This is an optimization exercise on Yosys and OpenROAD, whose aim is small area, a short achievable clock period and few clock cycles per item, not a production implementation. At most, simulation tests tie the RTL to the original design; equivalence was not proved. For runs 1 and 2, only the layout was checked, not whether the RTL still works.

`config.mk`:
```
export PLATFORM = sky130hd
export DESIGN_NAME = bunting_aes256
export DESIGN_NICKNAME = bunting_aes256
export VERILOG_FILES = /design/flow/design.v
export SDC_FILE = /design/flow/constraint.sdc
export NUM_CORES = 8
export LEC_CHECK = 0
export CAP_MARGIN = 20
export CORE_MARGIN = 2
export CORE_UTILIZATION = 40
export SETUP_SLACK_MARGIN = 3.5
export SLEW_MARGIN = 20
export SYNTH_HIERARCHICAL = 1
export SYNTH_MINIMUM_KEEP_SIZE = 0
```
`constraint.sdc`:
```
create_clock -name core_clock -period 7.0 [get_ports {clk}]
set_input_delay 1.4000 -clock core_clock [delete_from_list [all_inputs] [get_ports {clk}]]
set_output_delay 1.4000 -clock core_clock [all_outputs]
set_load 0.01 [all_outputs]
```
`design.v`:
```
module g_xor  (input wire a, input wire b, output wire y); assign y = a ^ b;    endmodule
module g_xnor (input wire a, input wire b, output wire y); assign y = ~(a ^ b); endmodule
module g_nand (input wire a, input wire b, output wire y); assign y = ~(a & b); endmodule
module g_nor  (input wire a, input wire b, output wire y); assign y = ~(a | b); endmodule
module aes_sbox (
    input  wire [7:0] a,
    output wire [7:0] y
);
    wire U0 = a[7];
    wire U1 = a[6];
    wire U2 = a[5];
    wire U3 = a[4];
    wire U4 = a[3];
    wire U5 = a[2];
    wire U6 = a[1];
    wire U7 = a[0];
    wire T1, T2, T3, T4, T5, T6, T7, T8, T9, T10, T11, T12, T13, T14, T15, T16, T17, T18, T19, T20, T21, T22, T23, T24, T25, T26, T27, M1, M2, M3, M4, M5, M6, M7, M8, M9, M10, M11, M12, M13, M14, M15, M16, M17, M18, M19, M20, M21, M22, M23, M24, M25, M26, M27, M28, M29, M30, M31, M32, M33, M34, M35, M36, M37, M38, M39, M40, M41, M42, M43, M44, M45, M46, M47, M48, M49, M50, M51, M52, M53, M54, M55, M56, M57, M58, M59, M60, M61, M62, M63, L0, L1, L2, L3, L4, L5, L6, L7, L8, L9, L10, L11, L12, L13, L14, L15, L16, L17, L18, L19, L20, L21, L22, L23, L24, L25, L26, L27, L28, L29;
    g_xor g_T1 (.a(U0), .b(U3), .y(T1));
    g_xor g_T2 (.a(U0), .b(U5), .y(T2));
    g_xor g_T3 (.a(U0), .b(U6), .y(T3));
    g_xor g_T4 (.a(U3), .b(U5), .y(T4));
    g_xor g_T5 (.a(U4), .b(U6), .y(T5));
    g_xor g_T6 (.a(T1), .b(T5), .y(T6));
    g_xor g_T7 (.a(U1), .b(U2), .y(T7));
    g_xor g_T8 (.a(U7), .b(T6), .y(T8));
    g_xor g_T9 (.a(U7), .b(T7), .y(T9));
    g_xor g_T10 (.a(T6), .b(T7), .y(T10));
    g_xor g_T11 (.a(U1), .b(U5), .y(T11));
    g_xor g_T12 (.a(U2), .b(U5), .y(T12));
    g_xor g_T13 (.a(T3), .b(T4), .y(T13));
    g_xor g_T14 (.a(T6), .b(T11), .y(T14));
    g_xor g_T15 (.a(T5), .b(T11), .y(T15));
    g_xor g_T16 (.a(T5), .b(T12), .y(T16));
    g_xor g_T17 (.a(T9), .b(T16), .y(T17));
    g_xor g_T18 (.a(U3), .b(U7), .y(T18));
    g_xor g_T19 (.a(T7), .b(T18), .y(T19));
    g_xor g_T20 (.a(T1), .b(T19), .y(T20));
    g_xor g_T21 (.a(U6), .b(U7), .y(T21));
    g_xor g_T22 (.a(T7), .b(T21), .y(T22));
    g_xor g_T23 (.a(T2), .b(T22), .y(T23));
    g_xor g_T24 (.a(T2), .b(T10), .y(T24));
    g_xor g_T25 (.a(T20), .b(T17), .y(T25));
    g_xor g_T26 (.a(T3), .b(T16), .y(T26));
    g_xor g_T27 (.a(T1), .b(T12), .y(T27));
    g_nand g_M1 (.a(T13), .b(T6), .y(M1));
    g_nand g_M2 (.a(T23), .b(T8), .y(M2));
    g_xnor g_M3 (.a(T14), .b(M1), .y(M3));
    g_nand g_M4 (.a(T19), .b(U7), .y(M4));
    g_xor g_M5 (.a(M4), .b(M1), .y(M5));
    g_nand g_M6 (.a(T3), .b(T16), .y(M6));
    g_nand g_M7 (.a(T22), .b(T9), .y(M7));
    g_xnor g_M8 (.a(T26), .b(M6), .y(M8));
    g_nand g_M9 (.a(T20), .b(T17), .y(M9));
    g_xor g_M10 (.a(M9), .b(M6), .y(M10));
    g_nand g_M11 (.a(T1), .b(T15), .y(M11));
    g_nand g_M12 (.a(T4), .b(T27), .y(M12));
    g_xor g_M13 (.a(M12), .b(M11), .y(M13));
    g_nand g_M14 (.a(T2), .b(T10), .y(M14));
    g_xor g_M15 (.a(M14), .b(M11), .y(M15));
    g_xnor g_M16 (.a(M3), .b(M2), .y(M16));
    g_xor g_M17 (.a(M5), .b(T24), .y(M17));
    g_xnor g_M18 (.a(M8), .b(M7), .y(M18));
    g_xor g_M19 (.a(M10), .b(M15), .y(M19));
    g_xor g_M20 (.a(M16), .b(M13), .y(M20));
    g_xor g_M21 (.a(M17), .b(M15), .y(M21));
    g_xor g_M22 (.a(M18), .b(M13), .y(M22));
    g_xor g_M23 (.a(M19), .b(T25), .y(M23));
    g_xnor g_M24 (.a(M22), .b(M23), .y(M24));
    g_nand g_M25 (.a(M22), .b(M20), .y(M25));
    g_xor g_M26 (.a(M21), .b(M25), .y(M26));
    g_xnor g_M27 (.a(M20), .b(M21), .y(M27));
    g_xor g_M28 (.a(M23), .b(M25), .y(M28));
    g_nor g_M29 (.a(M28), .b(M27), .y(M29));
    g_nor g_M30 (.a(M26), .b(M24), .y(M30));
    g_nand g_M31 (.a(M20), .b(M23), .y(M31));
    g_nor g_M32 (.a(M27), .b(M31), .y(M32));
    g_xor g_M33 (.a(M27), .b(M25), .y(M33));
    g_nand g_M34 (.a(M21), .b(M22), .y(M34));
    g_nor g_M35 (.a(M24), .b(M34), .y(M35));
    g_xor g_M36 (.a(M24), .b(M25), .y(M36));
    g_xor g_M37 (.a(M21), .b(M29), .y(M37));
    g_xor g_M38 (.a(M32), .b(M33), .y(M38));
    g_xor g_M39 (.a(M23), .b(M30), .y(M39));
    g_xor g_M40 (.a(M35), .b(M36), .y(M40));
    g_xor g_M41 (.a(M38), .b(M40), .y(M41));
    g_xor g_M42 (.a(M37), .b(M39), .y(M42));
    g_xor g_M43 (.a(M37), .b(M38), .y(M43));
    g_xor g_M44 (.a(M39), .b(M40), .y(M44));
    g_xor g_M45 (.a(M42), .b(M41), .y(M45));
    g_nand g_M46 (.a(M44), .b(T6), .y(M46));
    g_nand g_M47 (.a(M40), .b(T8), .y(M47));
    g_nand g_M48 (.a(M39), .b(U7), .y(M48));
    g_nand g_M49 (.a(M43), .b(T16), .y(M49));
    g_nand g_M50 (.a(M38), .b(T9), .y(M50));
    g_nand g_M51 (.a(M37), .b(T17), .y(M51));
    g_nand g_M52 (.a(M42), .b(T15), .y(M52));
    g_nand g_M53 (.a(M45), .b(T27), .y(M53));
    g_nand g_M54 (.a(M41), .b(T10), .y(M54));
    g_nand g_M55 (.a(M44), .b(T13), .y(M55));
    g_nand g_M56 (.a(M40), .b(T23), .y(M56));
    g_nand g_M57 (.a(M39), .b(T19), .y(M57));
    g_nand g_M58 (.a(M43), .b(T3), .y(M58));
    g_nand g_M59 (.a(M38), .b(T22), .y(M59));
    g_nand g_M60 (.a(M37), .b(T20), .y(M60));
    g_nand g_M61 (.a(M42), .b(T1), .y(M61));
    g_nand g_M62 (.a(M45), .b(T4), .y(M62));
    g_nand g_M63 (.a(M41), .b(T2), .y(M63));
    g_xor g_L0 (.a(M61), .b(M62), .y(L0));
    g_xor g_L1 (.a(M50), .b(M56), .y(L1));
    g_xor g_L2 (.a(M46), .b(M48), .y(L2));
    g_xor g_L3 (.a(M47), .b(M55), .y(L3));
    g_xor g_L4 (.a(M54), .b(M58), .y(L4));
    g_xor g_L5 (.a(M49), .b(M61), .y(L5));
    g_xnor g_L6 (.a(M62), .b(L5), .y(L6));
    g_xnor g_L7 (.a(M46), .b(L3), .y(L7));
    g_xor g_L8 (.a(M51), .b(M59), .y(L8));
    g_xor g_L9 (.a(M52), .b(M53), .y(L9));
    g_xnor g_L10 (.a(M53), .b(L4), .y(L10));
    g_xnor g_L11 (.a(M60), .b(L2), .y(L11));
    g_xor g_L12 (.a(M48), .b(M51), .y(L12));
    g_xnor g_L13 (.a(M50), .b(L0), .y(L13));
    g_xor g_L14 (.a(M52), .b(M61), .y(L14));
    g_xnor g_L15 (.a(M55), .b(L1), .y(L15));
    g_xnor g_L16 (.a(M56), .b(L0), .y(L16));
    g_xnor g_L17 (.a(M57), .b(L1), .y(L17));
    g_xnor g_L18 (.a(M58), .b(L8), .y(L18));
    g_xnor g_L19 (.a(M63), .b(L4), .y(L19));
    g_xor g_L20 (.a(L0), .b(L1), .y(L20));
    g_xor g_L21 (.a(L1), .b(L7), .y(L21));
    g_xor g_L22 (.a(L3), .b(L12), .y(L22));
    g_xor g_L23 (.a(L18), .b(L2), .y(L23));
    g_xor g_L24 (.a(L15), .b(L9), .y(L24));
    g_xor g_L25 (.a(L6), .b(L10), .y(L25));
    g_xor g_L26 (.a(L7), .b(L9), .y(L26));
    g_xor g_L27 (.a(L8), .b(L10), .y(L27));
    g_xor g_L28 (.a(L11), .b(L14), .y(L28));
    g_xor g_L29 (.a(L11), .b(L17), .y(L29));
    g_xor g_S0 (.a(L6), .b(L24), .y(y[7]));
    g_xnor g_S1 (.a(L16), .b(L26), .y(y[6]));
    g_xnor g_S2 (.a(L19), .b(L28), .y(y[5]));
    g_xor g_S3 (.a(L6), .b(L21), .y(y[4]));
    g_xor g_S4 (.a(L20), .b(L22), .y(y[3]));
    g_xor g_S5 (.a(L25), .b(L29), .y(y[2]));
    g_xnor g_S6 (.a(L13), .b(L27), .y(y[1]));
    g_xnor g_S7 (.a(L6), .b(L23), .y(y[0]));
endmodule
module sbox_top (
    input  wire [7:0] a,
    output wire [3:0] m,
    output wire [7:0] t
);
    wire U0 = a[7];
    wire U1 = a[6];
    wire U2 = a[5];
    wire U3 = a[4];
    wire U4 = a[3];
    wire U5 = a[2];
    wire U6 = a[1];
    wire U7 = a[0];
    wire T1, T2, T3, T4, T5, T6, T7, T8, T9, T10, T11, T12, T13, T14, T15, T16, T17, T18, T19, T20, T21, T22, T23, T24, T25, T26, T27, M1, M2, M3, M4, M5, M6, M7, M8, M9, M10, M11, M12, M13, M14, M15, M16, M17, M18, M19, M20, M21, M22, M23;
    g_xor g_T1 (.a(U0), .b(U3), .y(T1));
    g_xor g_T2 (.a(U0), .b(U5), .y(T2));
    g_xor g_T3 (.a(U0), .b(U6), .y(T3));
    g_xor g_T4 (.a(U3), .b(U5), .y(T4));
    g_xor g_T5 (.a(U4), .b(U6), .y(T5));
    g_xor g_T6 (.a(T1), .b(T5), .y(T6));
    g_xor g_T7 (.a(U1), .b(U2), .y(T7));
    g_xor g_T8 (.a(U7), .b(T6), .y(T8));
    g_xor g_T9 (.a(U7), .b(T7), .y(T9));
    g_xor g_T10 (.a(T6), .b(T7), .y(T10));
    g_xor g_T11 (.a(U1), .b(U5), .y(T11));
    g_xor g_T12 (.a(U2), .b(U5), .y(T12));
    g_xor g_T13 (.a(T3), .b(T4), .y(T13));
    g_xor g_T14 (.a(T6), .b(T11), .y(T14));
    g_xor g_T15 (.a(T5), .b(T11), .y(T15));
    g_xor g_T16 (.a(T5), .b(T12), .y(T16));
    g_xor g_T17 (.a(T9), .b(T16), .y(T17));
    g_xor g_T18 (.a(U3), .b(U7), .y(T18));
    g_xor g_T19 (.a(T7), .b(T18), .y(T19));
    g_xor g_T20 (.a(T1), .b(T19), .y(T20));
    g_xor g_T21 (.a(U6), .b(U7), .y(T21));
    g_xor g_T22 (.a(T7), .b(T21), .y(T22));
    g_xor g_T23 (.a(T2), .b(T22), .y(T23));
    g_xor g_T24 (.a(T2), .b(T10), .y(T24));
    g_xor g_T25 (.a(T20), .b(T17), .y(T25));
    g_xor g_T26 (.a(T3), .b(T16), .y(T26));
    g_xor g_T27 (.a(T1), .b(T12), .y(T27));
    g_nand g_M1 (.a(T13), .b(T6), .y(M1));
    g_nand g_M2 (.a(T23), .b(T8), .y(M2));
    g_xnor g_M3 (.a(T14), .b(M1), .y(M3));
    g_nand g_M4 (.a(T19), .b(U7), .y(M4));
    g_xor g_M5 (.a(M4), .b(M1), .y(M5));
    g_nand g_M6 (.a(T3), .b(T16), .y(M6));
    g_nand g_M7 (.a(T22), .b(T9), .y(M7));
    g_xnor g_M8 (.a(T26), .b(M6), .y(M8));
    g_nand g_M9 (.a(T20), .b(T17), .y(M9));
    g_xor g_M10 (.a(M9), .b(M6), .y(M10));
    g_nand g_M11 (.a(T1), .b(T15), .y(M11));
    g_nand g_M12 (.a(T4), .b(T27), .y(M12));
    g_xor g_M13 (.a(M12), .b(M11), .y(M13));
    g_nand g_M14 (.a(T2), .b(T10), .y(M14));
    g_xor g_M15 (.a(M14), .b(M11), .y(M15));
    g_xnor g_M16 (.a(M3), .b(M2), .y(M16));
    g_xor g_M17 (.a(M5), .b(T24), .y(M17));
    g_xnor g_M18 (.a(M8), .b(M7), .y(M18));
    g_xor g_M19 (.a(M10), .b(M15), .y(M19));
    g_xor g_M20 (.a(M16), .b(M13), .y(M20));
    g_xor g_M21 (.a(M17), .b(M15), .y(M21));
    g_xor g_M22 (.a(M18), .b(M13), .y(M22));
    g_xor g_M23 (.a(M19), .b(T25), .y(M23));
    assign m[0] = M20;
    assign m[1] = M21;
    assign m[2] = M22;
    assign m[3] = M23;
    assign t[0] = T1;
    assign t[1] = T10;
    assign t[2] = T13;
    assign t[3] = T15;
    assign t[4] = T16;
    assign t[5] = T17;
    assign t[6] = T19;
    assign t[7] = T2;
endmodule
module sbox_bot (
    input  wire [3:0] m,
    input  wire [7:0] t,
    output wire [7:0] y
);
    wire M20 = m[0];
    wire M21 = m[1];
    wire M22 = m[2];
    wire M23 = m[3];
    wire T1 = t[0];
    wire T10 = t[1];
    wire T13 = t[2];
    wire T15 = t[3];
    wire T16 = t[4];
    wire T17 = t[5];
    wire T19 = t[6];
    wire T2 = t[7];
    wire T20, T23, T22, T27, T3, T4, T6, T9, T8, U7, M24, M25, M26, M27, M28, M29, M30, M31, M32, M33, M34, M35, M36, M37, M38, M39, M40, M41, M42, M43, M44, M45, M46, M47, M48, M49, M50, M51, M52, M53, M54, M55, M56, M57, M58, M59, M60, M61, M62, M63, L0, L1, L2, L3, L4, L5, L6, L7, L8, L9, L10, L11, L12, L13, L14, L15, L16, L17, L18, L19, L20, L21, L22, L23, L24, L25, L26, L27, L28, L29;
    g_xor g_T20 (.a(T1), .b(T19), .y(T20));
    g_xor g_T23 (.a(T13), .b(T19), .y(T23));
    g_xor g_T22 (.a(T2), .b(T23), .y(T22));
    g_xor g_T27 (.a(T10), .b(T15), .y(T27));
    g_xor g_T3 (.a(T20), .b(T22), .y(T3));
    g_xor g_T4 (.a(T1), .b(T2), .y(T4));
    g_xor g_T6 (.a(T16), .b(T27), .y(T6));
    g_xor g_T9 (.a(T16), .b(T17), .y(T9));
    g_xor g_T8 (.a(T10), .b(T9), .y(T8));
    g_xor g_U7 (.a(T15), .b(T17), .y(U7));
    g_xnor g_M24 (.a(M22), .b(M23), .y(M24));
    g_nand g_M25 (.a(M22), .b(M20), .y(M25));
    g_xor g_M26 (.a(M21), .b(M25), .y(M26));
    g_xnor g_M27 (.a(M20), .b(M21), .y(M27));
    g_xor g_M28 (.a(M23), .b(M25), .y(M28));
    g_nor g_M29 (.a(M28), .b(M27), .y(M29));
    g_nor g_M30 (.a(M26), .b(M24), .y(M30));
    g_nand g_M31 (.a(M20), .b(M23), .y(M31));
    g_nor g_M32 (.a(M27), .b(M31), .y(M32));
    g_xor g_M33 (.a(M27), .b(M25), .y(M33));
    g_nand g_M34 (.a(M21), .b(M22), .y(M34));
    g_nor g_M35 (.a(M24), .b(M34), .y(M35));
    g_xor g_M36 (.a(M24), .b(M25), .y(M36));
    g_xor g_M37 (.a(M21), .b(M29), .y(M37));
    g_xor g_M38 (.a(M32), .b(M33), .y(M38));
    g_xor g_M39 (.a(M23), .b(M30), .y(M39));
    g_xor g_M40 (.a(M35), .b(M36), .y(M40));
    g_xor g_M41 (.a(M38), .b(M40), .y(M41));
    g_xor g_M42 (.a(M37), .b(M39), .y(M42));
    g_xor g_M43 (.a(M37), .b(M38), .y(M43));
    g_xor g_M44 (.a(M39), .b(M40), .y(M44));
    g_xor g_M45 (.a(M42), .b(M41), .y(M45));
    g_nand g_M46 (.a(M44), .b(T6), .y(M46));
    g_nand g_M47 (.a(M40), .b(T8), .y(M47));
    g_nand g_M48 (.a(M39), .b(U7), .y(M48));
    g_nand g_M49 (.a(M43), .b(T16), .y(M49));
    g_nand g_M50 (.a(M38), .b(T9), .y(M50));
    g_nand g_M51 (.a(M37), .b(T17), .y(M51));
    g_nand g_M52 (.a(M42), .b(T15), .y(M52));
    g_nand g_M53 (.a(M45), .b(T27), .y(M53));
    g_nand g_M54 (.a(M41), .b(T10), .y(M54));
    g_nand g_M55 (.a(M44), .b(T13), .y(M55));
    g_nand g_M56 (.a(M40), .b(T23), .y(M56));
    g_nand g_M57 (.a(M39), .b(T19), .y(M57));
    g_nand g_M58 (.a(M43), .b(T3), .y(M58));
    g_nand g_M59 (.a(M38), .b(T22), .y(M59));
    g_nand g_M60 (.a(M37), .b(T20), .y(M60));
    g_nand g_M61 (.a(M42), .b(T1), .y(M61));
    g_nand g_M62 (.a(M45), .b(T4), .y(M62));
    g_nand g_M63 (.a(M41), .b(T2), .y(M63));
    g_xor g_L0 (.a(M61), .b(M62), .y(L0));
    g_xor g_L1 (.a(M50), .b(M56), .y(L1));
    g_xor g_L2 (.a(M46), .b(M48), .y(L2));
    g_xor g_L3 (.a(M47), .b(M55), .y(L3));
    g_xor g_L4 (.a(M54), .b(M58), .y(L4));
    g_xor g_L5 (.a(M49), .b(M61), .y(L5));
    g_xnor g_L6 (.a(M62), .b(L5), .y(L6));
    g_xnor g_L7 (.a(M46), .b(L3), .y(L7));
    g_xor g_L8 (.a(M51), .b(M59), .y(L8));
    g_xor g_L9 (.a(M52), .b(M53), .y(L9));
    g_xnor g_L10 (.a(M53), .b(L4), .y(L10));
    g_xnor g_L11 (.a(M60), .b(L2), .y(L11));
    g_xor g_L12 (.a(M48), .b(M51), .y(L12));
    g_xnor g_L13 (.a(M50), .b(L0), .y(L13));
    g_xor g_L14 (.a(M52), .b(M61), .y(L14));
    g_xnor g_L15 (.a(M55), .b(L1), .y(L15));
    g_xnor g_L16 (.a(M56), .b(L0), .y(L16));
    g_xnor g_L17 (.a(M57), .b(L1), .y(L17));
    g_xnor g_L18 (.a(M58), .b(L8), .y(L18));
    g_xnor g_L19 (.a(M63), .b(L4), .y(L19));
    g_xor g_L20 (.a(L0), .b(L1), .y(L20));
    g_xor g_L21 (.a(L1), .b(L7), .y(L21));
    g_xor g_L22 (.a(L3), .b(L12), .y(L22));
    g_xor g_L23 (.a(L18), .b(L2), .y(L23));
    g_xor g_L24 (.a(L15), .b(L9), .y(L24));
    g_xor g_L25 (.a(L6), .b(L10), .y(L25));
    g_xor g_L26 (.a(L7), .b(L9), .y(L26));
    g_xor g_L27 (.a(L8), .b(L10), .y(L27));
    g_xor g_L28 (.a(L11), .b(L14), .y(L28));
    g_xor g_L29 (.a(L11), .b(L17), .y(L29));
    g_xor g_S0 (.a(L6), .b(L24), .y(y[7]));
    g_xnor g_S1 (.a(L16), .b(L26), .y(y[6]));
    g_xnor g_S2 (.a(L19), .b(L28), .y(y[5]));
    g_xor g_S3 (.a(L6), .b(L21), .y(y[4]));
    g_xor g_S4 (.a(L20), .b(L22), .y(y[3]));
    g_xor g_S5 (.a(L25), .b(L29), .y(y[2]));
    g_xnor g_S6 (.a(L13), .b(L27), .y(y[1]));
    g_xnor g_S7 (.a(L6), .b(L23), .y(y[0]));
endmodule
module bunting_aes256 (
    input  wire         clk,
    input  wire         rst,         
    input  wire [255:0] key,         
    input  wire         in_valid,
    output wire         in_ready,
    input  wire [127:0] in_block,    
    output reg          out_valid,
    output wire [127:0] out_block    
);
    reg  [2:0]   p, ph;
    reg          win_q;              
    reg  [5:0]   sl_q;               
    reg          ksel;               
    reg  [5:0]   v;                  
    reg  [127:0] r0, r2, r3, r5;
    reg  [191:0] r1, r4;
    reg  [127:0] kx, ky;
    reg  [47:0]  kt1;
    reg  [31:0]  kt;
    assign in_ready  = win_q;
    assign out_block = r5 ^ kx;
    wire [191:0] t1, t2;
    wire [127:0] s1, m1, s2, m2;
    sub_top   u_t1 (.a(r0), .y(t1));
    sub_bot   u_b1 (.a(r1), .y(s1));
    mix_ark   u_m1 (.a(r2), .k(ky), .y(m1));
    sub_top   u_t2 (.a(r3), .y(t2));
    sub_bot   u_b2 (.a(r4), .y(s2));
    mix_ark   u_m2 (.a(r5), .k(kx), .y(m2));
    always @(posedge clk) begin
        r0 <= win_q ? (in_block ^ key[255:128]) : m2;
        r1 <= t1;
        r2 <= s1;
        r3 <= m1;
        r4 <= t2;
        r5 <= s2;
    end
    wire [31:0] ks_in = ksel ? kx[31:0] : ky[31:0];
    wire [47:0] ks1;
    wire [31:0] ks;
    generate
        genvar i;
        for (i = 0; i < 4; i = i + 1) begin : g_ksub
            sbox_top u_top (.a(ks_in[31 - 8*i -: 8]), .m(ks1[47 - 12*i -: 4]), .t(ks1[43 - 12*i -: 8]));
            sbox_bot u_bot (.m(kt1[47 - 12*i -: 4]), .t(kt1[43 - 12*i -: 8]), .y(ks[31 - 8*i -: 8]));
        end
    endgenerate
    wire [7:0]   rcon = 8'h01 << p;
    wire [31:0]  tx   = {kt[23:16] ^ rcon, kt[15:0], kt[31:24]};
    wire [127:0] bx   = (p == 3'd0) ? key[255:128] : kx;
    wire [31:0]  bx01 = bx[127:96] ^ bx[95:64];
    wire [31:0]  by01 = ky[127:96] ^ ky[95:64];
    wire [31:0]  x0   = bx[127:96] ^ tx;
    wire [31:0]  x1   = bx01 ^ tx;
    wire [31:0]  x2   = (bx01 ^ bx[63:32]) ^ tx;
    wire [31:0]  x3   = (bx01 ^ (bx[63:32] ^ bx[31:0])) ^ tx;
    wire [31:0]  y0   = ky[127:96] ^ kt;
    wire [31:0]  y1   = by01 ^ kt;
    wire [31:0]  y2   = (by01 ^ ky[63:32]) ^ kt;
    wire [31:0]  y3   = (by01 ^ (ky[63:32] ^ ky[31:0])) ^ kt;
    always @(posedge clk) begin
        kt1 <= ks1;
        kt  <= ks;
        if (ph == 3'd4)
            kx <= {x0, x1, x2, x3};
        if (ph == 3'd1)
            ky <= (p == 3'd0) ? key[127:0] : {y0, y1, y2, y3};
    end
    wire       wrap  = (ph == 3'd5);
    wire [2:0] p1    = wrap ? ((p == 3'd6) ? 3'd0 : p + 3'd1) : p;
    wire [2:0] ph1   = wrap ? 3'd0 : ph + 3'd1;
    wire       win1  = (p1 == 3'd6 && ph1 == 3'd5) || (p1 == 3'd0 && ph1 != 3'd5);
    wire [5:0] sl1   = (p1 == 3'd6) ? 6'b000001 : (6'b000010 << ph1);
    wire [5:0] v_oth = v & ~sl_q;
    wire       idle  = win_q && (v_oth == 6'd0) && !in_valid;
    always @(posedge clk) begin
        ksel <= idle ? 1'b0 : (ph1 == 3'd5);
        if (rst) begin
            p         <= 3'd6;
            ph        <= 3'd5;
            win_q     <= 1'b1;
            sl_q      <= 6'b000001;
            v         <= 6'd0;
            out_valid <= 1'b0;
        end else begin
            if (win_q) v <= v_oth | (in_valid ? sl_q : 6'd0);
            if (idle) begin
                p         <= 3'd6;
                ph        <= 3'd5;
                win_q     <= 1'b1;
                sl_q      <= 6'b000001;
                out_valid <= 1'b0;
            end else begin
                p         <= p1;
                ph        <= ph1;
                win_q     <= win1;
                sl_q      <= sl1;
                out_valid <= win1 && ((v & sl1) != 6'd0);
            end
        end
    end
endmodule
module sub_top (
    input  wire [127:0] a,
    output wire [191:0] y
);
    genvar i;
    generate
        for (i = 0; i < 16; i = i + 1) begin : g_sub
            sbox_top u_sbox (.a(a[127 - 8*i -: 8]), .m(y[191 - 12*i -: 4]), .t(y[187 - 12*i -: 8]));
        end
    endgenerate
endmodule
module sub_bot (
    input  wire [191:0] a,
    output wire [127:0] y
);
    wire [127:0] sb;
    genvar i, c, r;
    generate
        for (i = 0; i < 16; i = i + 1) begin : g_sub
            sbox_bot u_sbox (.m(a[191 - 12*i -: 4]), .t(a[187 - 12*i -: 8]), .y(sb[127 - 8*i -: 8]));
        end
        for (c = 0; c < 4; c = c + 1) begin : g_col
            for (r = 0; r < 4; r = r + 1) begin : g_row
                assign y[127 - 8*(4*c + r) -: 8] = sb[127 - 8*(4*((c + r) % 4) + r) -: 8];
            end
        end
    endgenerate
endmodule
module mix_ark (
    input  wire [127:0] a,
    input  wire [127:0] k,
    output wire [127:0] y
);
    genvar c;
    generate
        for (c = 0; c < 4; c = c + 1) begin : g_col
            mix_col u_col (.a(a[127 - 32*c -: 32]), .k(k[127 - 32*c -: 32]), .y(y[127 - 32*c -: 32]));
        end
    endgenerate
endmodule
module mix_col (
    input  wire [31:0] a,            
    input  wire [31:0] k,
    output wire [31:0] y
);
    wire [31:0] b, x, p, q;
    genvar i, j;
    generate
        for (i = 0; i < 4; i = i + 1) begin : g_byte
            for (j = 0; j < 8; j = j + 1) begin : g_bit
                g_xor u_b (.a(a[31 - 8*i - 7 + j]), .b(a[31 - 8*((i + 1) % 4) - 7 + j]), .y(b[31 - 8*i - 7 + j]));
                g_xor u_c (.a(a[31 - 8*((i + 3) % 4) - 7 + j]), .b(k[31 - 8*i - 7 + j]), .y(p[31 - 8*i - 7 + j]));
            end
            wire [7:0] bi = b[31 - 8*i -: 8];
            wire [7:0] xt;
            assign xt[0] = bi[7];
            g_xor u_x1 (.a(bi[0]), .b(bi[7]), .y(xt[1]));
            assign xt[2] = bi[1];
            g_xor u_x3 (.a(bi[2]), .b(bi[7]), .y(xt[3]));
            g_xor u_x4 (.a(bi[3]), .b(bi[7]), .y(xt[4]));
            assign xt[5] = bi[4];
            assign xt[6] = bi[5];
            assign xt[7] = bi[6];
            for (j = 0; j < 8; j = j + 1) begin : g_out
                g_xor u_q (.a(xt[j]), .b(b[31 - 8*((i + 1) % 4) - 7 + j]), .y(q[31 - 8*i - 7 + j]));
                g_xor u_y (.a(q[31 - 8*i - 7 + j]), .b(p[31 - 8*i - 7 + j]), .y(y[31 - 8*i - 7 + j]));
            end
        end
    endgenerate
endmodule
```
`run.sh`:
```
#!/bin/bash
# synth_recipe.tcl (not shown) runs the flow's synth.tcl, then flattens the netlist and writes it again
# the make line also repeats each setting of config.mk as NAME=value (left out here)
make -C /OpenROAD-flow-scripts/flow DESIGN_CONFIG=/design/flow/config.mk WORK_HOME=/design/flow/orfs CLKGATE_MAP_FILE= SYNTH_SCRIPT=/design/flow/synth_recipe.tcl finish
```
==> results of run 1 <==
## final cells by class
class / count / area (um^2)
Timing Repair Buffer: 684 / 6400
Inverter: 7 / 30.0
Antenna cell: 26 / 65.1
Sequential cell: 1253 / 27800
Clock inverter: 67 / 748
Fill cell: 21223 / 120000
Clock buffer: 208 / 4540
Tap cell: 2975 / 3720
Multi-Input combinational cell: 7559 / 58800
## what timing repair did
item	CTS	global route
endpoints found under the setup margin	129	5
pin swaps	76	1
setup buffers	139	0
resized for setup	365	6
## Yosys cell counts, drive strengths merged (3+ instances only)
cell type	count	area, um^2
xor2	4434	38800
nand2	1134	4260
xnor2	1066	9560
dfxtp	997	20000
buf	478	3490
nor2	433	1630
a21oi	292	1540
edfxtp	256	7690
mux2i	64	641
clkbuf	46	173
o21ai	39	195
mux2	32	360
nor2b	10	62.6
nand3	9	45.0
inv	7	26.3
nand2b	7	43.8
or3	5	31.3
nand3b	3	22.5
o21bai	3	22.5
o41ai	3	60.1
## per-layer routing
layer	up-vias	part of all wire (%)	track usage [%]
li1	29145	-	-
met1	29997	43	36.3
met2	1944	45	44.2
met3	537	5.1	3.22
met4	4	6.9	16.9
met5	-	0.0096	0
## worst max-delay path: cells and delay by family, from the launching register on
| kind | cells | cell delay, ns |
|---|---|---|
| XOR/XNOR | 1 | 0.36 |
| buffers and inverters | 1 | 0.32 |
| flip-flops | 1 | 0.56 |
## sequential cells by signal, indices dropped and copies added, names as in the netlist, named ones only
name	flops
r0	128
ky	128
kt1	48
kt	32
r4	192
r3	128
ksel	1
ph	3
out_valid	1
p	3
win_q	1
kx	128
sl_q	6
r5	128
r1	192
r2	128
## cell families after synthesis
| kind of cell | Yosys count | share of synthesized area, % |
|---|---|---|
| XOR/XNOR | 5500 | 54.5 |
| multiplexers | 97 | 1.15 |
| AO/OA/AOI/OAI | 349 | 2.16 |
| flip-flops | 1253 | 31.1 |
| AND/OR/NAND/NOR | 1611 | 6.93 |
| buffers and inverters | 531 | 4.15 |
| adder cells (fa/ha/maj) | 2 | 0.0282 |
## modules after synthesis, one instance, submodules excluded, excerpt
| module | cells inside | cell area (um^2) | times used |
|---|---|---|---|
| g_nand | 1 | 3.75 | 1080 |
| sbox_top | 12 | 90.1 | 36 |
| g_xnor | 1 | 8.76 | 720 |
| g_nor | 1 | 3.75 | 144 |
| g_xor | 1 | 8.76 | 4144 |
| bunting_aes256 | 2823 | 38400 | 1 |
## worst paths after layout
kind,start,endpoint,cells past startpoint
hold / removal,flip-flop,flip-flop,2
hold reg to reg,flip-flop,flip-flop,2
setup reg to reg,p[2]$_SDFF_PP1_,kx[24]$_DFFE_PN_,5
setup / recovery,kx[31]$_DFFE_PN_,out_block[31],2
==> flow_summary_export.csv, run 1 <==
group,metric,value,unit
timing,rsz0062_at_grt,"no",
drt,dr.pass1.iters,6,
layout,nNetsFinal,10044,
clock_network,hold_buffers,0,
drt,drc,0,
floorplan,coreArea,222000,um^2
logic_synthesis,yosys_register_bits,1253,
logic_synthesis,syn_avg_cell_area,9.51,um^2
timing,setup_ws,3.56,ns
grt,grt_overflow,0,
drt,vias,61627,
floorplan,start_util,40.1,%
clock_network,htreeDepth,4,
timing,post-route-min-period,3.44,ns
layout,final_util,46.1,%
logic_synthesis,synth_edf_count,256,
timing,setup_viol,0,
grt,antenna_found_initial,38,
floorplan,die-area,226000,um^2
placement,dp_hpwl,265,mm
drt,routed_via_density,4.82,
worst_setup_path,max_stage_delay,0.56,ns
worst_setup_path,reg2reg_slack,3.71,ns
placement,place_ws,3.31,ns
outcome,status,"complete, but fails checks",
drt,routedWlPerCell,25.3,um
logic_synthesis,yosysSeqAreaShare,31.1,%
grt,grt_use_total,27.9,%
floorplan,die-width,475,um
drt,wl,323,mm
worst_setup_path,critPathKind,"reg -> out",
logic_synthesis,synthArstFlopShare,0,%
grt,grt_pass1_vias,62730,
timing,fmax,290,MHz
layout,layout.cells.most_common,"xor2_1",
floorplan,io_pins,517,
placement,post-place-cells,12339,
logic_synthesis,syn_area,88900,um^2
layout,mostFrequentLayoutCells,"xor2_1 (4335), nand2_1 (1134), xnor2_1 (1036), dfxtp_1 (894), nor2_1 (433)",
worst_setup_path,cp.required,5.60,ns
floorplan,row_count,173,
placement,place_congestion,0.996,
logic_synthesis,postSynthCellCount,9343,
clock_network,clkLatencyLatePin,0.80,ns
timing,final-hold-violation-count,0,
timing,post-route-period-util,49.2,%
timing,max_slew.worst_pin.slew,1.35,ns
grt,grt_pass1_wl,448,mm
worst_hold_path,hold_class,"reg -> reg",
placement,port_buffers,516,
flow_run,max_cap_violations,0,
timing,relSlewSlack,9.52,%
worst_setup_path,crit_path_top_delay_cell,"edfxtp_1",
logic_synthesis,ys.flop_type,"dfxtp_1",
timing,skew,0.0296,ns
drt,drt-initial-drc-count,4517,
layout,drive_gt1_share,7.31,%
layout,finalNonFillerCells,12779,
worst_setup_path,arrival,2.04,ns
clock_network,cts_tree,"done",
worst_setup_path,cp-start-kind,"flip-flop",
timing,slew_violations,0,
layout,area_growth,14.9,%
clock_network,clockBufferDepth,3,
logic_synthesis,yosysWarnings,7,
grt,grt_start_max_net_pins,136,
logic_synthesis,synth.distinct_cells,48,
clock_network,cts_sinks,1253,
drt,drtAntennaViolNets,1,
timing,whs,0.482,ns
worst_setup_path,endpoint_kind,"primary output",
clock_network,cts-root-buf,"clkbuf_16",
floorplan,die_height,475,um
placement,dpl_cell_area,94400,um^2
logic_synthesis,syn_nets,9732,
worst_setup_path,critPathMaxFanout,2,
layout,design_area,102000,um^2
clock_network,cts_buffers,150,
outcome,layout.failed_checks,"antenna rules",
clock_network,path_clk_slew,0.06,ns
worst_setup_path,path_cells,"xor2_4 > dlygate4sd2_1",
timing,finalSetupTns,0,ns
==> run 2, diff against run 1 <==
--- a/config.mk
+++ b/config.mk
@@ -10,3 +10,3 @@
 export CORE_UTILIZATION = 40
-export SETUP_SLACK_MARGIN = 3.5
+export SETUP_SLACK_MARGIN = 4.0
 export SLEW_MARGIN = 20
==> run 2 against run 1 <==
- via count up 0.40%
- area after synthesis unchanged
- critical endpoint is now out_block[25]
- design area up 1.8%
- worst hold slack better by 0.0013 ns
- first-iteration DRC count up 14%
- critical path type unchanged
- register-to-register slack better by 0.23 ns
- now clean on timing, DRC and antenna
==> flow_summary_export.csv, run 2 <==
group,metric,value,unit
outcome,status,"no timing/DRC/antenna violations",
clock_network,htreeDepth,4,
worst_setup_path,crit_path_top_delay_cell,"edfxtp_1",
floorplan,die_height,475,um
drt,vias,61874,
logic_synthesis,syn_nets,9732,
logic_synthesis,yosys.area.top_type,"xor2_1",
timing,final-hold-violation-count,0,
clock_network,clkLatencyLatePin,0.83,ns
clock_network,cts-root-buf,"clkbuf_16",
logic_synthesis,synthMostInstantiatedCell,"xor2_1",
logic_synthesis,yosys-top-cells-count,"xor2_1 (4433), nand2_1 (1134), xnor2_1 (1036), dfxtp_1 (997), buf_4 (435)",
timing,whs,0.484,ns
worst_setup_path,max_stage_delay,0.41,ns
timing,finalSetupTns,0,ns
layout,n_fill_cell,21074,
timing,setup_ws,3.73,ns
layout,drive_gt1_share,11.0,%
logic_synthesis,synthArstFlopShare,0,%
grt,grt_pass1_vias,62276,
timing,rsz0062_at_grt,"yes",
floorplan,die-width,475,um
timing,setup_viol,0,
layout,reg_top3,"r1 (192), r4 (192)",
worst_setup_path,cpLargestDelayFamily,"flip-flops",
worst_hold_path,hold_class,"reg -> reg",
logic_synthesis,syn_avg_cell_area,9.51,um^2
drt,routedWlPerCell,25.5,um
placement,post-place-cells,12343,
drt,wl,327,mm
worst_setup_path,arrival,1.87,ns
timing,slew_violations,0,
clock_network,clockBufferDepth,3,
placement,port_buffers,516,
drt,dr.pass1.iters,5,
clock_network,cts_sinks,1253,
worst_setup_path,ff2ff_path_depth,5,
layout,mostFrequentLayoutCells,"xor2_1 (4209), nand2_1 (1134), xnor2_1 (982), dfxtp_1 (882), nor2_1 (433)",
logic_synthesis,yosys_register_bits,1253,
flow_run,max_cap_violations,0,
drt,drtAntennaViolNets,0,
logic_synthesis,postSynthCellCount,9343,
logic_synthesis,yosys.area.top_type_share,43.7,%
worst_setup_path,path_cells,"buf_12 > xor2_4 > buf_2",
layout,layout.cells.most_common,"xor2_1",
logic_synthesis,yosysSeqAreaShare,31.1,%
timing,relSlewSlack,8.02,%
worst_setup_path,endpoint_kind,"primary output",
clock_network,path_clk_slew,0.06,ns
grt,antenna_found_initial,28,
timing,post-route-period-util,46.7,%
timing,max_slew.worst_pin.slew,1.38,ns
timing,post-route-min-period,3.27,ns
worst_setup_path,critPathKind,"reg -> out",
placement,place_ws,3.22,ns
floorplan,die-area,226000,um^2
layout,finalNonFillerCells,12830,
logic_synthesis,ys.flop_type,"dfxtp_1",
layout,nNetsFinal,10105,
layout,area_growth,16.9,%
drt,routed_via_density,4.82,
floorplan,row_count,173,
floorplan,start_util,40.1,%
logic_synthesis,synth_edf_count,256,
logic_synthesis,synth.distinct_cells,48,
worst_setup_path,cp_num_buf_inv,2,
placement,dp_hpwl,265,mm
grt,grt_start_max_net_pins,144,
worst_setup_path,critPathMaxFanout,2,
grt,grt_overflow,0,
grt,grt_pass1_wl,449,mm
logic_synthesis,yosysWarnings,7,
grt,grt_use_total,28.0,%
floorplan,coreArea,222000,um^2
timing,skew,0.0360,ns
logic_synthesis,synth_area_leaders,"xor2_1 (44%), dfxtp_1 (22%), xnor2_1 (10%)",
worst_setup_path,cp.required,5.60,ns
clock_network,cts_tree,"done",
floorplan,io_pins,517,
clock_network,cts_buffers,148,
worst_hold_path,hold_depth,2,
logic_synthesis,syn_area,88900,um^2
timing,fmax,306,MHz
worst_setup_path,crit_cells,3,
drt,drt-initial-drc-count,5151,
drt,drc,0,
placement,place_congestion,1.02,
worst_setup_path,cp-start-kind,"flip-flop",
run 2: cell types whose count changed in the layout (fill, tap and decap cells not counted), sizes merged, moves of 4 or more:
cell / before / now
buf: 168 / 356
clkinv: 40 / 34
dlygate4sd2: 113 / 2
clkdlybuf4s50: 401 / 386
diode: 26 / 14
inv: 13 / 17
run 2: final cells by class:
| class | count | area [um^2] | area share [%] |
|---|---|---|---|
| multi-input cells | 7561 | 60400 | 58.1 |
| inverters | 7 | 30.0 | 0.0289 |
| well taps | 2975 | 3720 | 3.58 |
| repair buffers | 745 | 6700 | 6.45 |
| clock inverters | 66 | 846 | 0.814 |
| flip-flops and latches | 1253 | 27900 | 26.8 |
| clock buffers | 209 | 4320 | 4.16 |
| diodes | 14 | 35.0 | 0.0337 |
run 2: stage by stage:
step / utilization [%] / cell area [um^2]
floorplan: - / 88900
global placement: 42.6 / 94400
detailed placement: 42.6 / 94400
CTS: 46.1 / 102000
global route: 46.9 / 104000
finish: 46.9 / 104000
run 2: per-layer routing:
metal  wire [um]  vias to the layer above  track usage [%]
met5          31                        -                0
met4       22600                        8             17.3
met3       18900                      552             4.00
met2      147000                     2164             44.2
met1      139000                    29999             36.1
li1            -                    29151                -
run 2: kinds of logic after synthesis:
group / share of synthesized area (%)
AO/OA/AOI/OAI: 2.16
XOR/XNOR: 54.5
adder cells (fa/ha/maj): 0.0282
buffers and inverters: 4.15
flip-flops: 31.1
multiplexers: 1.15
AND/OR/NAND/NOR: 6.93
run 2: path summary, 6_finish.rpt:
check / start / endpoint / slack [ns]
worst max-delay path: kx[25]$_DFFE_PN_ / out_block[25] / 3.73
worst min-delay path: flip-flop / flip-flop / 0.48
worst min register to register: flip-flop / flip-flop / 0.48
worst max register to register: kt[4]$_DFF_P_ / ky[4]$_DFFE_PN_ / 3.94
run 2: worst reg2reg max path, cell delays in order, from the launching register on:
cell and delay (ns):
dfxtp_1 0.81, xnor2_1 0.25, xor2_1 0.93, xor2_1 0.52, xor2_1 0.19, a21oi_1 0.08
run 2: modules after synthesis (local to each module, per instance), a selection:
module | cells inside | area [um^2] | flops+latches
g_nor | 1 | 3.75 | 0
bunting_aes256 | 2823 | 38400 | 1253
g_nand | 1 | 3.75 | 0
g_xnor | 1 | 8.76 | 0
sbox_top | 12 | 90.1 | 0
g_xor | 1 | 8.76 | 0
run 2: repair_timing:
item | in CTS | in global routing
gates cloned | 1 | 2
buffers inserted | 156 | 38
setup endpoints to repair | 253 | 251
gates resized for setup | 888 | 194
hold buffers | 0 | 0
pin swaps | 110 | 22
==> run 3, diff against run 2 <==
--- a/design.v
+++ b/design.v
@@ -338,3 +338,3 @@
     output reg          out_valid,
-    output wire [127:0] out_block    
+    output reg  [127:0] out_block    
 );
@@ -350,4 +350,4 @@
     reg  [31:0]  kt;
+    reg          ov;                 
     assign in_ready  = win_q;
-    assign out_block = r5 ^ kx;
     wire [191:0] t1, t2;
@@ -367,2 +367,3 @@
         r5 <= s2;
+        out_block <= r5 ^ kx;
     end
@@ -385,8 +386,8 @@
     wire [31:0]  x1   = bx01 ^ tx;
-    wire [31:0]  x2   = (bx01 ^ bx[63:32]) ^ tx;
-    wire [31:0]  x3   = (bx01 ^ (bx[63:32] ^ bx[31:0])) ^ tx;
+    wire [31:0]  x2   = bx[63:32] ^ x1;
+    wire [31:0]  x3   = bx[31:0] ^ x2;
     wire [31:0]  y0   = ky[127:96] ^ kt;
     wire [31:0]  y1   = by01 ^ kt;
-    wire [31:0]  y2   = (by01 ^ ky[63:32]) ^ kt;
-    wire [31:0]  y3   = (by01 ^ (ky[63:32] ^ ky[31:0])) ^ kt;
+    wire [31:0]  y2   = ky[63:32] ^ y1;
+    wire [31:0]  y3   = ky[31:0] ^ y2;
     always @(posedge clk) begin
@@ -414,4 +415,6 @@
             v         <= 6'd0;
+            ov        <= 1'b0;
             out_valid <= 1'b0;
         end else begin
+            out_valid <= ov;
             if (win_q) v <= v_oth | (in_valid ? sl_q : 6'd0);
@@ -422,3 +425,3 @@
                 sl_q      <= 6'b000001;
-                out_valid <= 1'b0;
+                ov        <= 1'b0;
             end else begin
@@ -428,3 +431,3 @@
                 sl_q      <= sl1;
-                out_valid <= win1 && ((v & sl1) != 6'd0);
+                ov        <= win1 && ((v & sl1) != 6'd0);
             end
==> run 3 against run 2 <==
- non-clock buffer count shrank 171
- clock skew is 0.017 ns higher
- routed wire length decreased by 5.2%
- register-to-register slack hardly changed
- setup slack better by 0.22 ns
==> flow_summary_export.csv, run 3 <==
group,metric,value,unit
grt,grt_use_total,25.6,%
floorplan,start_util,40.2,%
timing,post-route-min-period,3.05,ns
worst_setup_path,crit_path_top_delay_cell,"xor2_1",
clock_network,cts_sinks,1382,
logic_synthesis,yosys_register_bits,1382,
floorplan,die_height,484,um
drt,drtAntennaViolNets,0,
worst_setup_path,critPathMaxFanout,3,
clock_network,htreeDepth,4,
floorplan,io_pins,517,
layout,mostFrequentLayoutCells,"xor2_1 (4300), nand2_1 (1132), dfxtp_1 (1120), xnor2_1 (976), nor2_1 (412)",
logic_synthesis,muxShareOfSynthArea,1.08,%
outcome,status,"no timing/DRC/antenna violations",
placement,port_buffers,516,
timing,rsz0062_at_grt,"yes",
timing,fmax,328,MHz
timing,slew_violations,0,
layout,finalNonFillerCells,12871,
logic_synthesis,synth_area_leaders,"xor2_1 (42%), dfxtp_1 (24%), xnor2_1 (9.8%)",
logic_synthesis,synthMostInstantiatedCell,"xor2_1",
logic_synthesis,postSynthCellCount,9481,
logic_synthesis,yosys.area.top_type_share,42.1,%
timing,relSlewSlack,11.4,%
timing,finalSetupTns,0,ns
timing,setup_viol,0,
placement,dpl_cell_area,97900,um^2
logic_synthesis,synthAdderAreaFrac,0.0271,%
layout,nNetsFinal,10087,
logic_synthesis,synthSimpleGateAreaFrac,6.91,%
clock_network,hold_buffers,0,
floorplan,die-width,484,um
logic_synthesis,syn_nets,9870,
worst_setup_path,cp.required,7.59,ns
grt,grt_overflow,0,
logic_synthesis,yosysSeqAreaShare,32.7,%
floorplan,die-area,235000,um^2
clock_network,cts_tree,"done",
logic_synthesis,syn_area,92300,um^2
placement,place_congestion,0.994,
timing,whs,0.477,ns
clock_network,clkLatencyLatePin,0.85,ns
logic_synthesis,synth_compound_area_share,2.28,%
worst_setup_path,cp-start-kind,"flip-flop",
drt,routed_via_density,4.75,
clock_network,clockBufferDepth,3,
clock_network,path_clk_slew,0.06,ns
layout,area_growth,14.0,%
layout,layout.cells.most_common,"xor2_1",
worst_setup_path,path_cells,"xnor2_1 > xor2_1 > xor2_1 > xor2_1 > a21oi_1",
logic_synthesis,synthArstFlopShare,0,%
clock_network,cts-root-buf,"clkbuf_16",
grt,grt_start_max_net_pins,178,
layout,drive_gt1_share,6.70,%
logic_synthesis,synth_xor_area_share,52.9,%
timing,max_slew.worst_pin.slew,1.32,ns
grt,grt_pass1_wl,436,mm
flow_run,max_cap_violations,0,
drt,wl,310,mm
worst_setup_path,arrival,3.63,ns
worst_setup_path,crit_top_cell,"xor2_1",
worst_hold_path,hold_class,"reg -> reg",
clock_network,cts_buffers,163,
logic_synthesis,yosysWarnings,7,
logic_synthesis,synth_top_family_by_area,"XOR/XNOR gates",
placement,post-place-cells,12538,
worst_setup_path,endpoint_kind,"flip-flop",
drt,drc,0,
timing,final-hold-violation-count,0,
floorplan,row_count,176,
logic_synthesis,synth.distinct_cells,54,
logic_synthesis,yosys-top-cells-count,"xor2_1 (4438), nand2_1 (1135), dfxtp_1 (1126), xnor2_1 (1034), buf_4 (437)",
drt,vias,61124,
drt,drt-initial-drc-count,4220,
drt,routedWlPerCell,24.1,um
grt,antenna_found_initial,22,
worst_setup_path,cp_num_buf_inv,0,
layout,reg_top3,"r1 (192), r4 (192)",
worst_setup_path,cpLargestDelayFamily,"XOR/XNOR gates",
logic_synthesis,syn_avg_cell_area,9.74,um^2
floorplan,coreArea,230000,um^2
logic_synthesis,synth_edf_count,256,
logic_synthesis,ys.flop_type,"dfxtp_1",
logic_synthesis,yosys.area.top_type,"xor2_1",
layout,design_area,105000,um^2
grt,grt_pass1_vias,62724,
timing,post-route-period-util,43.5,%
drt,dr.pass1.iters,5,
worst_setup_path,critPathKind,"reg -> reg",
placement,dp_hpwl,259,mm
worst_setup_path,max_stage_delay,1.02,ns
timing,skew,0.0530,ns
run 3: cell count changes in the layout (fill, tap and decap cells not counted), moves of 68 or more:
cell / delta
buf_2: -94
buf_4: -138
dfxtp_1: +238
dfxtp_2: -68
dlygate4sd2_1: +127
xor2_1: +91
run 3: layout make-up:
cell class / count / area, um^2
antenna: 9 / 22.5
tap: 3026 / 3790
inverter: 8 / 33.8
fill: 21704 / 124000
clock inverter: 77 / 1010
sequential: 1382 / 30200
multi-input combinational: 7569 / 59900
timing repair buffer: 574 / 5520
clock buffer: 226 / 4720
run 3: modules after synthesis, one instance, submodules excluded, excerpt:
module | times used | cells | flip-flops and latches | cell area, um^2
g_nor | 144 | 1 | 0 | 3.75
bunting_aes256 | 1 | 2961 | 1382 | 41900
g_xor | 4144 | 1 | 0 | 8.76
sbox_top | 36 | 12 | 0 | 90.1
g_nand | 1080 | 1 | 0 | 3.75
g_xnor | 720 | 1 | 0 | 8.76
run 3: path summary, 6_finish.rpt:
kind,from,end,cells after the start,slack (ns)
worst max-delay path,kt[28]$_DFF_P_,ky[28]$_DFFE_PN_,5,3.95
worst max register to register,kt[28]$_DFF_P_,ky[28]$_DFFE_PN_,5,3.95
worst min register to register,ov$_SDFF_PP0_,out_valid$_SDFF_PP0_,1,0.48
worst min-delay path,ov$_SDFF_PP0_,out_valid$_SDFF_PP0_,1,0.48
run 3: metrics by stage:
| step | setup WS, ns | utilization, % |
|---|---|---|
| floorplan | 2.47 | - |
| finish | 3.95 | 45.8 |
| global placement | 3.12 | 42.6 |
| CTS | 3.96 | 45.1 |
| global route | 3.91 | 45.8 |
| detailed placement | 3.10 | 42.6 |
run 3: per-layer routing:
| metal | up-vias | track usage (%) | part of all wire, % |
|---|---|---|---|
| li1 | 29332 | - | - |
| met1 | 29625 | 32.5 | 43 |
| met2 | 1717 | 41.6 | 46 |
| met3 | 448 | 3.28 | 4.7 |
| met4 | 2 | 15.2 | 6.7 |
| met5 | - | 0 | 0.0029 |
run 3: kinds of logic (layout without fill, tap and decap cells):
family                   after synthesis  after routing
multiplexers                          94             94
buffers and inverters                530            885
adder cells (fa/ha/maj)                2              2
other                                  0              9
flip-flops                          1382           1382
XOR/XNOR                            5506           5506
AND/OR/NAND/NOR                     1616           1616
AO/OA/AOI/OAI                        351            351
run 3: timing repair:
item / 4_1_cts / 5_1_grt
gates resized for setup: 149 / 196
setup endpoints to repair: 210 / 218
cloned: 0 / 0
setup buffers: 2 / 19
pin swaps: 0 / 20
hold endpoints to repair: 0 / 0
Testbench counts of run 3, summed over its fixed seeds: cycles 11,448, blocks 1,600.
==> run 4, diff against run 3 <==
--- a/config.mk
+++ b/config.mk
@@ -9,3 +9,5 @@
 export CORE_MARGIN = 2
-export CORE_UTILIZATION = 40
+export CORE_UTILIZATION = 55
+export CTS_BUF_LIST = sky130_fd_sc_hd__clkbuf_4 sky130_fd_sc_hd__clkbuf_8
+export CTS_CLUSTER_SIZE = 30
 export SETUP_SLACK_MARGIN = 4.0
==> run 4 against run 3 <==
- via count grew 1.3%
- fmax grew 2.1%
- register-to-register slack gained 0.06 ns
- design area shrank 1.2%
- synthesized cell count is the same
- routed wire length shrank 5.3%
- first-iteration DRC count grew 17%
- area after synthesis is the same
- die area shrank 27%
- setup slack gained 0.062 ns
- critical endpoint is now r2[57]$_DFF_P_
- largest cell class unchanged
==> flow_summary_export.csv, run 4 <==
group,metric,value,unit
grt,grt_overflow,0,
placement,post-place-cells,11696,
worst_setup_path,critPathMaxFanout,4,
timing,final-hold-violation-count,0,
floorplan,die-area,171000,um^2
logic_synthesis,synth_area_leaders,"xor2_1 (42%), dfxtp_1 (24%), xnor2_1 (9.8%)",
logic_synthesis,synthSimpleGateAreaFrac,6.91,%
floorplan,row_count,150,
drt,drc,0,
placement,dp_hpwl,242,mm
layout,reg_top3,"r1 (192), r4 (192)",
drt,wl,294,mm
worst_hold_path,hold_depth,1,
timing,max_slew.worst_pin.slew,1.27,ns
layout,drive_gt1_share,9.69,%
drt,routedWlPerCell,24.1,um
placement,port_buffers,516,
timing,setup_viol,0,
logic_synthesis,synthArstFlopShare,0,%
timing,skew,0.0435,ns
timing,fmax,335,MHz
clock_network,cts_buffers,230,
timing,post-route-min-period,2.99,ns
floorplan,coreArea,167000,um^2
grt,grt_pass1_wl,411,mm
worst_setup_path,arrival,3.84,ns
clock_network,htreeDepth,4,
clock_network,cts-root-buf,"clkbuf_8",
floorplan,die_height,414,um
grt,grt_use_total,33.3,%
logic_synthesis,yosysWarnings,7,
layout,layout.cells.most_common,"xor2_1",
grt,grt_pass1_vias,62347,
worst_setup_path,timing.rr.start,"r1[94]$_DFF_P_",
layout,mostFrequentLayoutCells,"xor2_1 (4294), nand2_1 (1134), dfxtp_1 (1087), xnor2_1 (973), nor2_1 (412)",
layout,finalNonFillerCells,12174,
worst_setup_path,reg2reg_slack,4.01,ns
layout,area_growth,12.6,%
logic_synthesis,syn_nets,9870,
logic_synthesis,synth_edf_count,256,
logic_synthesis,syn_area,92300,um^2
worst_hold_path,hold_class,"reg -> reg",
timing,finalSetupTns,0,ns
timing,slew_violations,0,
worst_setup_path,timing.rr.end,"r2[57]$_DFF_P_",
logic_synthesis,synth_top_family_by_area,"XOR/XNOR gates",
worst_setup_path,endpoint_kind,"flip-flop",
drt,dr.pass1.iters,5,
worst_hold_path,holdPathEnd,"out_valid$_SDFF_PP0_",
logic_synthesis,synth_xor_area_share,52.9,%
clock_network,cts_tree,"done",
logic_synthesis,yosys.area.top_type,"xor2_1",
worst_setup_path,critPathKind,"reg -> reg",
worst_setup_path,cp.required,7.86,ns
clock_network,clockBufferDepth,3,
clock_network,path_clk_slew,0.06,ns
layout,final_util,62.3,%
logic_synthesis,muxShareOfSynthArea,1.08,%
logic_synthesis,syn_avg_cell_area,9.74,um^2
logic_synthesis,synth.distinct_cells,54,
floorplan,start_util,55.3,%
placement,place_congestion,1.03,
layout,nNetsFinal,10129,
worst_setup_path,ff2ff_path_depth,11,
floorplan,io_pins,517,
clock_network,cts_sinks,1382,
flow_run,max_cap_violations,0,
logic_synthesis,postSynthCellCount,9481,
outcome,status,"no timing/DRC/antenna violations",
timing,rsz0062_at_grt,"yes",
drt,routed_via_density,5.09,
timing,post-route-period-util,42.7,%
logic_synthesis,ys.flop_type,"dfxtp_1",
drt,drt-initial-drc-count,4929,
layout,n_fill_cell,14235,
drt,vias,61911,
logic_synthesis,yosys.area.top_type_share,42.1,%
worst_setup_path,cp-start-kind,"flip-flop",
worst_hold_path,min-delay-start,"ov$_SDFF_PP0_",
logic_synthesis,synthAdderAreaFrac,0.0271,%
logic_synthesis,yosys_register_bits,1382,
logic_synthesis,synth_compound_area_share,2.28,%
worst_setup_path,crit_start,"r1[94]$_DFF_P_",
grt,antenna_found_initial,33,
logic_synthesis,yosys-top-cells-count,"xor2_1 (4438), nand2_1 (1135), dfxtp_1 (1126), xnor2_1 (1034), buf_4 (437)",
timing,relSlewSlack,15.0,%
logic_synthesis,yosysSeqAreaShare,32.7,%
clock_network,hold_buffers,0,
logic_synthesis,synthMostInstantiatedCell,"xor2_1",
clock_network,clkLatencyLatePin,0.99,ns
floorplan,die-width,414,um
drt,drtAntennaViolNets,0,
grt,grt_start_max_net_pins,179,
layout,seq_area,30300,um^2
layout,multi_input_area,59900,um^2
[run 4: through the flow]
step	area (um^2)	worst slack, ns	hold WS [ns]
floorplan	92300	2.47	0.414
global placement	96600	3.10	0.458
detailed placement	96600	3.13	0.462
CTS	102000	3.92	0.477
global route	104000	3.86	0.482
finish	104000	4.01	0.476
[run 4: worst max path at each step]
stage / to / depth (start not counted) / slack [ns]
after global routing: r5[65]$_DFF_P_ / 10 / 3.86
after detailed placement: kx[28]$_DFFE_PN_ / 6 / 3.13
after floorplan: ov$_SDFF_PP0_ / 6 / 2.47
final: r2[57]$_DFF_P_ / 11 / 4.01
after global placement: kx[28]$_DFFE_PN_ / 6 / 3.10
after CTS: in_ready / 1 / 3.92
[run 4: layout make-up]
class	instances	share of cell area (%)
antenna	21	0.0506
clock buffer	347	4.28
clock inverter	94	1.15
inverter	8	0.0325
multi-input combinational	7570	57.7
sequential	1382	29.2
tap	2204	2.65
timing repair buffer	548	4.98
[run 4: repair_timing]
| item | CTS | global route |
|---|---|---|
| hold endpoints to repair | 0 | 0 |
| cloned | 1 | 0 |
| buffers inserted | 6 | 8 |
| endpoints found under the setup margin | 205 | 126 |
| resized for setup | 521 | 197 |
| pin swaps | 2 | 17 |
[run 4: layer usage]
metal / share of wire (%) / global-route usage, % / vias up
li1: - / - / 29490
met1: 41 / 41.9 / 29792
met2: 46 / 53.5 / 2037
met3: 5.9 / 4.99 / 590
met4: 6.9 / 20.7 / 2
met5: 0.0037 / 0 / -
[run 4: worst max-delay path, cell delays in order, from the launching register on]
cell and delay, ns:
dfxtp_1 0.42, nand2_1 0.20, xor2_1 0.22, nor2_1 0.23, xor2_2 0.31, buf_4 0.18, xor2_1 0.18, nand2_1 0.17
xor2_2 0.29, xnor2_2 0.13, xor2_1 0.18, xnor2_1 0.36
[run 4: logic make-up (layout without fill, tap and decap cells)]
group / after synthesis / count (layout)
adder cells (fa/ha/maj): 2 / 2
multiplexers: 94 / 94
buffers and inverters: 530 / 997
AO/OA/AOI/OAI: 351 / 351
other: 0 / 21
XOR/XNOR: 5506 / 5506
AND/OR/NAND/NOR: 1616 / 1617
flip-flops: 1382 / 1382
[run 4: modules after synthesis, one instance, submodules excluded, a selection]
module / cell area, um^2 / cells / flip-flops and latches
g_xor: 8.76 / 1 / 0
g_nand: 3.75 / 1 / 0
sbox_top: 90.1 / 12 / 0
g_nor: 3.75 / 1 / 0
g_xnor: 8.76 / 1 / 0
bunting_aes256: 41900 / 2961 / 1382
==> run 5, diff against run 4 <==
--- a/config.mk
+++ b/config.mk
@@ -10,4 +10,4 @@
 export CORE_UTILIZATION = 55
-export CTS_BUF_LIST = sky130_fd_sc_hd__clkbuf_4 sky130_fd_sc_hd__clkbuf_8
-export CTS_CLUSTER_SIZE = 30
+export CTS_CLUSTER_DIAMETER = 60
+export CTS_CLUSTER_SIZE = 40
 export SETUP_SLACK_MARGIN = 4.0
==> run 5 against run 4 <==
- setup slack improved by 0.038 ns
- worst hold slack gained 0.0040 ns
- global-route usage down 0.081 points
- routed wire length fell by 0.56%
- register-to-register slack gained 0.04 ns
- flip-flop and latch count is the same
- still clean
- sequential share of layout area up 0.14 points
==> flow_summary_export.csv, run 5 <==
group,metric,value,unit
outcome,status,"no timing/DRC/antenna violations",
timing,final-hold-violation-count,0,
logic_synthesis,yosys.area.top_type,"xor2_1",
logic_synthesis,synth.distinct_cells,54,
grt,antenna_found_initial,30,
layout,final_util,61.9,%
clock_network,cts_buffers,133,
floorplan,start_util,55.3,%
worst_setup_path,endpoint_kind,"flip-flop",
logic_synthesis,synthMostInstantiatedCell,"xor2_1",
timing,skew,0.0440,ns
drt,vias,61274,
grt,grt_use_total,33.2,%
worst_hold_path,hold_depth,1,
grt,grt_overflow,0,
clock_network,clkLatencyLatePin,0.82,ns
timing,fmax,339,MHz
drt,routed_via_density,5.12,
worst_setup_path,timing.rr.end,"r5[121]$_DFF_P_",
drt,drc,0,
layout,nNetsFinal,10032,
placement,dp_hpwl,242,mm
placement,dpl_cell_area,96600,um^2
logic_synthesis,yosysWarnings,7,
logic_synthesis,synth_edf_count,256,
worst_setup_path,max_stage_delay,0.39,ns
worst_setup_path,crit_top_cell,"xor2_2",
clock_network,cts_tree,"done",
floorplan,coreArea,167000,um^2
logic_synthesis,ys.flop_type,"dfxtp_1",
worst_setup_path,timing.rr.start,"r4[190]$_DFF_P_",
timing,slew_violations,0,
drt,routedWlPerCell,24.4,um
logic_synthesis,synth_area_leaders,"xor2_1 (42%), dfxtp_1 (24%), xnor2_1 (9.8%)",
flow_run,max_cap_violations,0,
logic_synthesis,yosys_register_bits,1382,
layout,mostFrequentLayoutCells,"xor2_1 (4302), nand2_1 (1134), dfxtp_1 (1109), xnor2_1 (972), nor2_1 (412)",
worst_setup_path,cp-start-kind,"flip-flop",
worst_hold_path,min-delay-start,"ov$_SDFF_PP0_",
grt,grt_pass1_wl,409,mm
worst_hold_path,hold_class,"reg -> reg",
logic_synthesis,yosys.area.top_type_share,42.1,%
grt,grt_pass1_vias,61398,
worst_setup_path,critPathKind,"reg -> reg",
drt,wl,292,mm
floorplan,die-area,171000,um^2
grt,grt_start_max_net_pins,179,
timing,max_slew.worst_pin.slew,1.23,ns
floorplan,die-width,414,um
worst_setup_path,critPathMaxFanout,4,
drt,drtAntennaViolNets,0,
clock_network,htreeDepth,4,
floorplan,row_count,150,
timing,rsz0062_at_grt,"yes",
logic_synthesis,syn_nets,9870,
worst_setup_path,crit_path_top_delay_cell,"dfxtp_1",
worst_setup_path,cp_num_buf_inv,0,
timing,post-route-min-period,2.95,ns
clock_network,clockBufferDepth,3,
worst_setup_path,path_cells,"nand2_1 > xor2_1 > nor2_1 > xor2_2 > xor2_2 > xor2_1 > nand2_1 > xor2_2 > xnor2_1 > xnor2_2",
timing,setup_ws,4.05,ns
layout,reg_top3,"r1 (192), r4 (192)",
timing,finalSetupTns,0,ns
worst_setup_path,crit_start,"r4[190]$_DFF_P_",
worst_setup_path,reg2reg_slack,4.05,ns
==> run 5: area by class of cell <==
| cell class | count | area [um^2] |
|---|---|---|
| clock buffer | 153 | 3640 |
| fill | 14261 | 63600 |
| timing repair buffer | 548 | 5300 |
| sequential | 1382 | 30300 |
| tap | 2204 | 2760 |
| inverter | 8 | 33.8 |
| antenna | 18 | 45.0 |
| clock inverter | 90 | 1290 |
| multi-input combinational | 7570 | 59900 |
==> run 5: per-stage QoR <==
| step | hold WS, ns | instances |
|---|---|---|
| after global placement | 0.458 | 11696 |
| after floorplan | 0.414 | 9481 |
| final | 0.480 | 11973 |
| after detailed placement | 0.462 | 11696 |
| after CTS | 0.479 | 11944 |
| after global routing | 0.490 | 11960 |
==> run 5: repair_timing <==
action	4_1_cts	5_1_grt
setup endpoints to repair	202	123
setup buffers	4	10
pin swaps	1	19
gates resized for setup	166	189
gates cloned	1	0
==> run 5: how the worst max path moves through the flow <==
stage	endpoint	depth (start not counted)
finish	r5[121]$_DFF_P_	10
global route	r5[65]$_DFF_P_	9
CTS	in_ready	1
detailed placement	kx[28]$_DFFE_PN_	6
global placement	kx[28]$_DFFE_PN_	6
floorplan	ov$_SDFF_PP0_	6
==> run 5: cells by family (layout without fill, tap and decap cells) <==
| logic type | after synthesis | in the layout | share of synthesized area [%] |
|---|---|---|---|
| AOI/OAI and AO/OA | 351 | 351 | 2.28 |
| xor gates and xnor gates | 5506 | 5506 | 52.9 |
| adders and majority gates | 2 | 2 | 0.0271 |
| buffers and inverters | 530 | 799 | 4.10 |
| DFF | 1382 | 1382 | 32.7 |
| muxes | 94 | 94 | 1.08 |
| other | 0 | 18 | 0 |
| and+or+nand+nor | 1616 | 1617 | 6.91 |
==> run 5: routing by layer <==
layer  global-route usage (%)  wire length [um]  share of wire, %
met2                     53.1            134000                46
met4                     21.5             20900               7.2
met1                     41.9            120000                41
met3                     4.64             17100               5.9
met5                        0                39             0.013
==> run 5: per-module statistics from Yosys (local to each module, per instance), a selection <==
module          cells  area [um^2]  flip-flops and latches  copies in the design
bunting_aes256   2961        41900                    1382                     1
g_nand              1         3.75                       0                  1080
g_nor               1         3.75                       0                   144
g_xnor              1         8.76                       0                   720
g_xor               1         8.76                       0                  4144
sbox_top           12         90.1                       0                    36

## afterwards: timing with drivers on the ports
In the flow no input, the clock included, has a driving cell. The finished layouts below were timed again as built, in two steps. Step 1, drivers: a clkbuf_16 drives clk and a buf_2 each remaining input, both assumed. Step 2 also shifts input and output timing later by t, the mid clock arrival at the registers, as if the neighbouring blocks saw the same clock. a / b / c = no drivers / after step 1 / after step 2; a / b = the first two.
run	t (ns)	slack for setup (ns)	clock arrival spread, ns	slew at the worst register clock pin (ns)	worst slew at a driven data input, ns
run 1	0.874	3.556 / 3.466 / 3.262	0.030 / 0.030	0.07 / 0.07	0.15
run 2	0.899	3.728 / 3.638 / 3.298	0.037 / 0.037	0.07 / 0.07	0.15
run 3	0.919	3.952 / 3.952 / 3.279	0.063 / 0.062	0.07 / 0.07	0.17
run 4	1.052	4.014 / 3.982 / 3.182	0.047 / 0.047	0.07 / 0.07	0.19
run 5	0.873	4.052 / 4.008 / 3.283	0.046 / 0.046	0.10 / 0.10	0.18
The setup slack of run 4, which loses most, moves by -0.032 ns with the drivers and by -0.832 ns with both steps.
